From an optimization exercise on the open Yosys and OpenROAD flow, aimed at small area, a short achievable clock period and few clock cycles per item; shortcuts taken in it are not production practice.

==> flow/design.v <==
module div_sqrt (
    input  wire        clk,
    input  wire        rst,
    input  wire        in_valid,
    output wire        in_ready,
    input  wire        op,         
    input  wire [31:0] a,
    input  wire [31:0] b,
    input  wire [4:0]  s,
    output reg         out_valid,
    output wire [31:0] result,
    output reg         sat
);
    localparam [1:0] S_IDLE = 2'd0, S_NORM = 2'd1, S_ITER = 2'd2, S_FIN = 2'd3;
    reg [1:0]  state;
    reg [5:0]  cnt;           
    reg        r_op;
    reg        r_aneg;        
    reg        r_neg;         
    reg [4:0]  r_s;
    reg [4:0]  za, zb;        
    reg        a_zero, b_zero;
    reg        a_ovf, b_ovf;   
    reg        f_force;       
    reg        f_zero;        
    reg        f_sat;         
    reg        f_neg;         
    reg [33:0] R;             
    reg [31:0] D;             
    reg [33:0] Q;             
    assign in_ready = (state == S_IDLE) || (state == S_FIN);
    wire   accept   = in_valid && in_ready;
    assign result   = Q[31:0];
    wire [31:0] a_abs = a[31] ? (32'd0 - a) : a;
    wire [31:0] b_abs = b[31] ? (32'd0 - b) : b;
    wire [31:0] r_in  = (op && s[0]) ? {a[30:0], 1'b0} : a_abs;
    function [4:0] lzc32;
        input [31:0] x;
        reg   [15:0] h;
        reg   [7:0]  g;
        reg   [3:0]  f;
        reg   [1:0]  e;
        begin
            lzc32[4] = ~|x[31:16];
            h        = lzc32[4] ? x[15:0] : x[31:16];
            lzc32[3] = ~|h[15:8];
            g        = lzc32[3] ? h[7:0] : h[15:8];
            lzc32[2] = ~|g[7:4];
            f        = lzc32[2] ? g[3:0] : g[7:4];
            lzc32[1] = ~|f[3:2];
            e        = lzc32[1] ? f[1:0] : f[3:2];
            lzc32[0] = ~e[1];
        end
    endfunction
    wire [4:0]  la_in = lzc32((op && s[0]) ? {a[30:0], 1'b0} : (a ^ {32{a[31]}}));
    wire [4:0]  lb_in = lzc32(b ^ {32{b[31]}});
    wire [4:0]  las   = {za[4:1], 1'b0};         
    wire [31:0] ash   = R[31:0] << (r_op ? las : za);
    wire [31:0] bsh   = D << zb;
    wire        a_sh_ovf = ~ash[31] & ~a_zero;
    wire        b_sh_ovf = ~bsh[31] & ~b_zero;
    wire [31:0] an    = {r_op ? ash[31] : ~a_zero, ash[30:0]};
    wire [31:0] bn    = {~b_zero, bsh[30:0]};
    wire [7:0]  e_div = {3'd0, r_s} - {3'd0, za} + {3'd0, zb}
                      + {7'd0, a_ovf} - {7'd0, b_ovf};              
    wire [5:0]  last_div  = e_div[5:0] + 6'd1;
    wire [5:0]  last_sqrt = 6'd16 + {2'd0, r_s[4:1]} - {2'd0, za[4:1]};
    wire [5:0]  last      = r_op ? last_sqrt : last_div;
    wire        e_low     = e_div[7] & (e_div != 8'hFF);       
    wire        e_high    = ~e_div[7] & (e_div[6:0] > 7'd32);  
    wire        force_c   = r_op ? (r_aneg | a_zero)
                                 : (b_zero | a_zero | e_low | e_high);
    wire        fzero_c   = r_op | (b_zero ? a_zero : (a_zero | e_low));
    wire        fsat_c    = r_op ? r_aneg : (b_zero | (~a_zero & e_high));
    wire        fneg_c    = b_zero ? r_aneg : r_neg;
    wire [7:0]  e_nov     = {3'd0, r_s} - {3'd0, za} + {3'd0, zb};
    wire        n_low     = e_nov[7] & (e_nov < 8'hFE);          
    wire        n_high    = ~e_nov[7] & (e_nov[6:0] > 7'd33);    
    wire        force_n   = r_op ? (r_aneg | a_zero)
                                 : (b_zero | a_zero | n_low | n_high);
    wire        fzero_n   = r_op | (b_zero ? a_zero : (a_zero | n_low));
    wire        fsat_n    = r_op ? r_aneg : (b_zero | (~a_zero & n_high));
    wire        m      = ~R[33];
    wire [35:0] x      = {R[33:0], r_op ? Q[33:32] : 2'b00};
    wire [35:0] t      = {{2{m}}, D ^ {32{m}}, r_op | m, r_op | m};
    wire [36:0] sum1   = {x, 1'b1} + {t, ~r_op & m};      
    wire [35:0] sum    = sum1[36:1];
    wire        qb     = ~sum[35];
    wire [33:0] base   = r_op ? {2'd0, D} : Q;
    wire [32:0] bh     = base[33:1];
    wire        sticky = |R;                   
    wire        up     = base[0] & (r_op | sticky | base[1]);
    wire        ovf    = r_neg ? (bh[32] | (bh[31] & (|bh[30:0] | up)))
                               : (|bh[32:31] | (&bh[30:0] & up));
    wire [31:0] sres   = ({32{r_neg}} ^ bh[31:0]) + {31'd0, r_neg ^ up};
    wire [31:0] fin_res = f_force ? (f_zero ? 32'd0 : (f_neg ? 32'h8000_0000 : 32'h7FFF_FFFF))
                        : ovf     ? (r_neg ? 32'h8000_0000 : 32'h7FFF_FFFF)
                        :           sres;
    wire        fin_sat = f_force ? f_sat : ovf;
    always @(posedge clk) begin
        if (rst) begin
            state     <= S_IDLE;
            out_valid <= 1'b0;
        end else begin
            out_valid <= (state == S_FIN);
            case (state)
                S_NORM:  state <= force_n ? S_FIN : S_ITER;
                S_ITER:  if (force_c || cnt == last) state <= S_FIN;
                default: state <= accept ? S_NORM : S_IDLE;
            endcase
        end
    end
    always @(posedge clk) begin
        sat <= fin_sat;              
        if (accept) begin
            r_op   <= op;
            r_aneg <= a[31];
            r_neg  <= ~op & (a[31] ^ b[31]);
            r_s    <= s;
            za     <= la_in;
            zb     <= lb_in;
            a_zero <= ~|a;
            b_zero <= ~|b;
        end
        case (state)
            S_NORM: begin
                a_ovf   <= a_sh_ovf;
                b_ovf   <= b_sh_ovf;
                f_force <= force_n;
                f_zero  <= fzero_n;
                f_sat   <= fsat_n;
                f_neg   <= fneg_c;
                if (!r_op) begin
                    R <= {2'b00, an};
                    D <= bn;
                    Q <= 34'd0;
                end else begin
                    R <= 34'd0;
                    D <= 32'd0;
                    Q <= {an, 2'b00};
                end
            end
            S_ITER: begin
                f_force <= force_c;
                f_zero  <= fzero_c;
                f_sat   <= fsat_c;
                f_neg   <= fneg_c;
                cnt     <= cnt + 6'd1;
                if (!r_op) begin
                    R <= sum[34:1];
                    Q <= {Q[32:0], qb};
                end else begin
                    R <= sum[33:0];
                    D <= {D[30:0], qb};
                    Q <= {Q[31:0], 2'b00};
                end
            end
            default: begin   
                Q   <= {2'd0, fin_res};
                cnt <= 6'd0;
                f_force <= force_c;
                f_zero  <= fzero_c;
                f_sat   <= fsat_c;
                f_neg   <= fneg_c;
                R   <= {2'b00, r_in};
                D   <= b_abs;
            end
        endcase
    end
endmodule
clock: 7.0 ns
lec_check: 0
abc_clock_period_in_ps: 2500
cap_margin: 20
core_margin: 2
core_utilization: 40
setup_slack_margin: 3.0
slew_margin: 20
run.sh (not shown) runs the stock make flow with config.mk's settings and CLKGATE_MAP_FILE= SYNTH_SCRIPT=/design/flow/synth_recipe.tcl, a recipe that flattens the netlist after the stock synthesis.
Then changed:
--- a/flow/design.v
+++ b/flow/design.v
@@ -24,18 +24,18 @@
     reg        f_force;       
     reg        f_zero;        
     reg        f_sat;         
     reg        f_neg;         
     reg [33:0] R;             
     reg [31:0] D;             
+    reg        Ds;
     reg [33:0] Q;             
     assign in_ready = (state == S_IDLE) || (state == S_FIN);
     wire   accept   = in_valid && in_ready;
     assign result   = Q[31:0];
     wire [31:0] a_abs = a[31] ? (32'd0 - a) : a;
-    wire [31:0] b_abs = b[31] ? (32'd0 - b) : b;
     wire [31:0] r_in  = (op && s[0]) ? {a[30:0], 1'b0} : a_abs;
     function [4:0] lzc32;
         input [31:0] x;
         reg   [15:0] h;
         reg   [7:0]  g;
         reg   [3:0]  f;
@@ -53,20 +53,20 @@
         end
     endfunction
     wire [4:0]  la_in = lzc32((op && s[0]) ? {a[30:0], 1'b0} : (a ^ {32{a[31]}}));
     wire [4:0]  lb_in = lzc32(b ^ {32{b[31]}});
     wire [4:0]  las   = {za[4:1], 1'b0};         
     wire [31:0] ash   = R[31:0] << (r_op ? las : za);
-    wire [31:0] bsh   = D << zb;
+    wire [32:0] bsh   = {Ds, D} << zb;
     wire        a_sh_ovf = ~ash[31] & ~a_zero;
-    wire        b_sh_ovf = ~bsh[31] & ~b_zero;
+    wire        b_sh_ovf = Ds & ~|bsh[31:0];
     wire [31:0] an    = {r_op ? ash[31] : ~a_zero, ash[30:0]};
-    wire [31:0] bn    = {~b_zero, bsh[30:0]};
-    wire [7:0]  e_div = {3'd0, r_s} - {3'd0, za} + {3'd0, zb}
-                      + {7'd0, a_ovf} - {7'd0, b_ovf};              
-    wire [5:0]  last_div  = e_div[5:0] + 6'd1;
+    wire [32:0] bn    = bsh;
+    wire [7:0]  e_stp = {3'd0, r_s} - {3'd0, za} + {3'd0, zb} + {7'd0, a_ovf};
+    wire [7:0]  e_div = e_stp - {7'd0, b_ovf};                    
+    wire [5:0]  last_div  = e_stp[5:0] + 6'd1;
     wire [5:0]  last_sqrt = 6'd16 + {2'd0, r_s[4:1]} - {2'd0, za[4:1]};
     wire [5:0]  last      = r_op ? last_sqrt : last_div;
     wire        e_low     = e_div[7] & (e_div != 8'hFF);       
     wire        e_high    = ~e_div[7] & (e_div[6:0] > 7'd32);  
     wire        force_c   = r_op ? (r_aneg | a_zero)
                                  : (b_zero | a_zero | e_low | e_high);
@@ -77,25 +77,28 @@
     wire        n_low     = e_nov[7] & (e_nov < 8'hFE);          
     wire        n_high    = ~e_nov[7] & (e_nov[6:0] > 7'd33);    
     wire        force_n   = r_op ? (r_aneg | a_zero)
                                  : (b_zero | a_zero | n_low | n_high);
     wire        fzero_n   = r_op | (b_zero ? a_zero : (a_zero | n_low));
     wire        fsat_n    = r_op ? r_aneg : (b_zero | (~a_zero & n_high));
-    wire        m      = ~R[33];
-    wire [35:0] x      = {R[33:0], r_op ? Q[33:32] : 2'b00};
-    wire [35:0] t      = {{2{m}}, D ^ {32{m}}, r_op | m, r_op | m};
-    wire [36:0] sum1   = {x, 1'b1} + {t, ~r_op & m};      
+    wire        rnd    = (state == S_IDLE) || (state == S_FIN);
+    wire        m      = ~R[33];               
+    wire        k      = m ^ Ds;               
+    wire [35:0] x      = rnd ? 36'd0 : {R[33:0], r_op ? Q[33:32] : 2'b00};
+    wire [35:0] t      = {{2{Ds ^ k}}, D ^ {32{k}}, rnd | r_op | k, rnd | r_op | k};
+    wire        cin    = rnd ? (r_neg ^ up) : (~r_op & k);
+    wire [36:0] sum1   = {x, 1'b1} + {t, cin};            
     wire [35:0] sum    = sum1[36:1];
     wire        qb     = ~sum[35];
-    wire [33:0] base   = r_op ? {2'd0, D} : Q;
+    wire [33:0] base   = Q;
     wire [32:0] bh     = base[33:1];
     wire        sticky = |R;                   
     wire        up     = base[0] & (r_op | sticky | base[1]);
     wire        ovf    = r_neg ? (bh[32] | (bh[31] & (|bh[30:0] | up)))
                                : (|bh[32:31] | (&bh[30:0] & up));
-    wire [31:0] sres   = ({32{r_neg}} ^ bh[31:0]) + {31'd0, r_neg ^ up};
+    wire [31:0] sres   = sum[33:2];
     wire [31:0] fin_res = f_force ? (f_zero ? 32'd0 : (f_neg ? 32'h8000_0000 : 32'h7FFF_FFFF))
                         : ovf     ? (r_neg ? 32'h8000_0000 : 32'h7FFF_FFFF)
                         :           sres;
     wire        fin_sat = f_force ? f_sat : ovf;
     always @(posedge clk) begin
         if (rst) begin
@@ -129,42 +132,51 @@
                 f_force <= force_n;
                 f_zero  <= fzero_n;
                 f_sat   <= fsat_n;
                 f_neg   <= fneg_c;
                 if (!r_op) begin
                     R <= {2'b00, an};
-                    D <= bn;
+                    {Ds, D} <= bn;
                     Q <= 34'd0;
                 end else begin
                     R <= 34'd0;
-                    D <= 32'd0;
+                    {Ds, D} <= 33'd0;
                     Q <= {an, 2'b00};
                 end
             end
             S_ITER: begin
                 f_force <= force_c;
                 f_zero  <= fzero_c;
                 f_sat   <= fsat_c;
                 f_neg   <= fneg_c;
                 cnt     <= cnt + 6'd1;
+                if (cnt == last)
+                    Ds  <= qb ^ r_neg;           
                 if (!r_op) begin
                     R <= sum[34:1];
                     Q <= {Q[32:0], qb};
+                    if (cnt == last)
+                        D <= Q[31:0];
                 end else begin
                     R <= sum[33:0];
-                    D <= {D[30:0], qb};
-                    Q <= {Q[31:0], 2'b00};
+                    if (cnt == last) begin
+                        Q <= {1'b0, D, qb};
+                    end else begin
+                        D <= {D[30:0], qb};
+                        Q <= {Q[31:0], 2'b00};
+                    end
                 end
             end
             default: begin   
                 Q   <= {2'd0, fin_res};
                 cnt <= 6'd0;
                 f_force <= force_c;
                 f_zero  <= fzero_c;
                 f_sat   <= fsat_c;
                 f_neg   <= fneg_c;
                 R   <= {2'b00, r_in};
-                D   <= b_abs;
+                D   <= b;
+                Ds  <= b[31];
             end
         endcase
     end
 endmodule
Die area came out lower by 8.5%.
Register-to-register slack improved by 0.09 ns.
Worst hold slack improved by 0.040 ns.
Global-route usage came out higher by 0.70 points.
Via count came out lower by 8.1%.
Utilization came out higher by 3.2 points.
Synthesized area came out lower by 8.7%.
Setup slack improved by 0.091 ns.
No run of this note included a check of the RTL's function; only the layout flow was run.

==> static timing again, ports no longer ideal <==
How much do the figures lean on ideal ports? The routed layouts below were timed once more, with nothing changed but the port constraints. Step 1, drivers: a clkbuf_16 drives clk and a buf_2 each remaining input, both assumed. Step 2 moves the port delays by t, midway between the first and last clock arrival at a register: inputs arrive t later, outputs are due t later. That takes back most of the time a late clock gives input paths. a / b / c = no drivers / after step 1 / after step 2; a / b = the first two.
run	shift t [ns]	setup slack, ns	worst hold slack (ns)
the first run	0.548	2.516 / 2.516 / 2.285	0.494 / 0.494 / 0.494
the second run	0.502	2.607 / 2.607 / 2.521	0.534 / 0.534 / 0.534
After both steps every run listed still meets setup and hold. The setup slack of the first run, which loses most, moves by 0.000 ns with the drivers and by -0.231 ns with both steps.
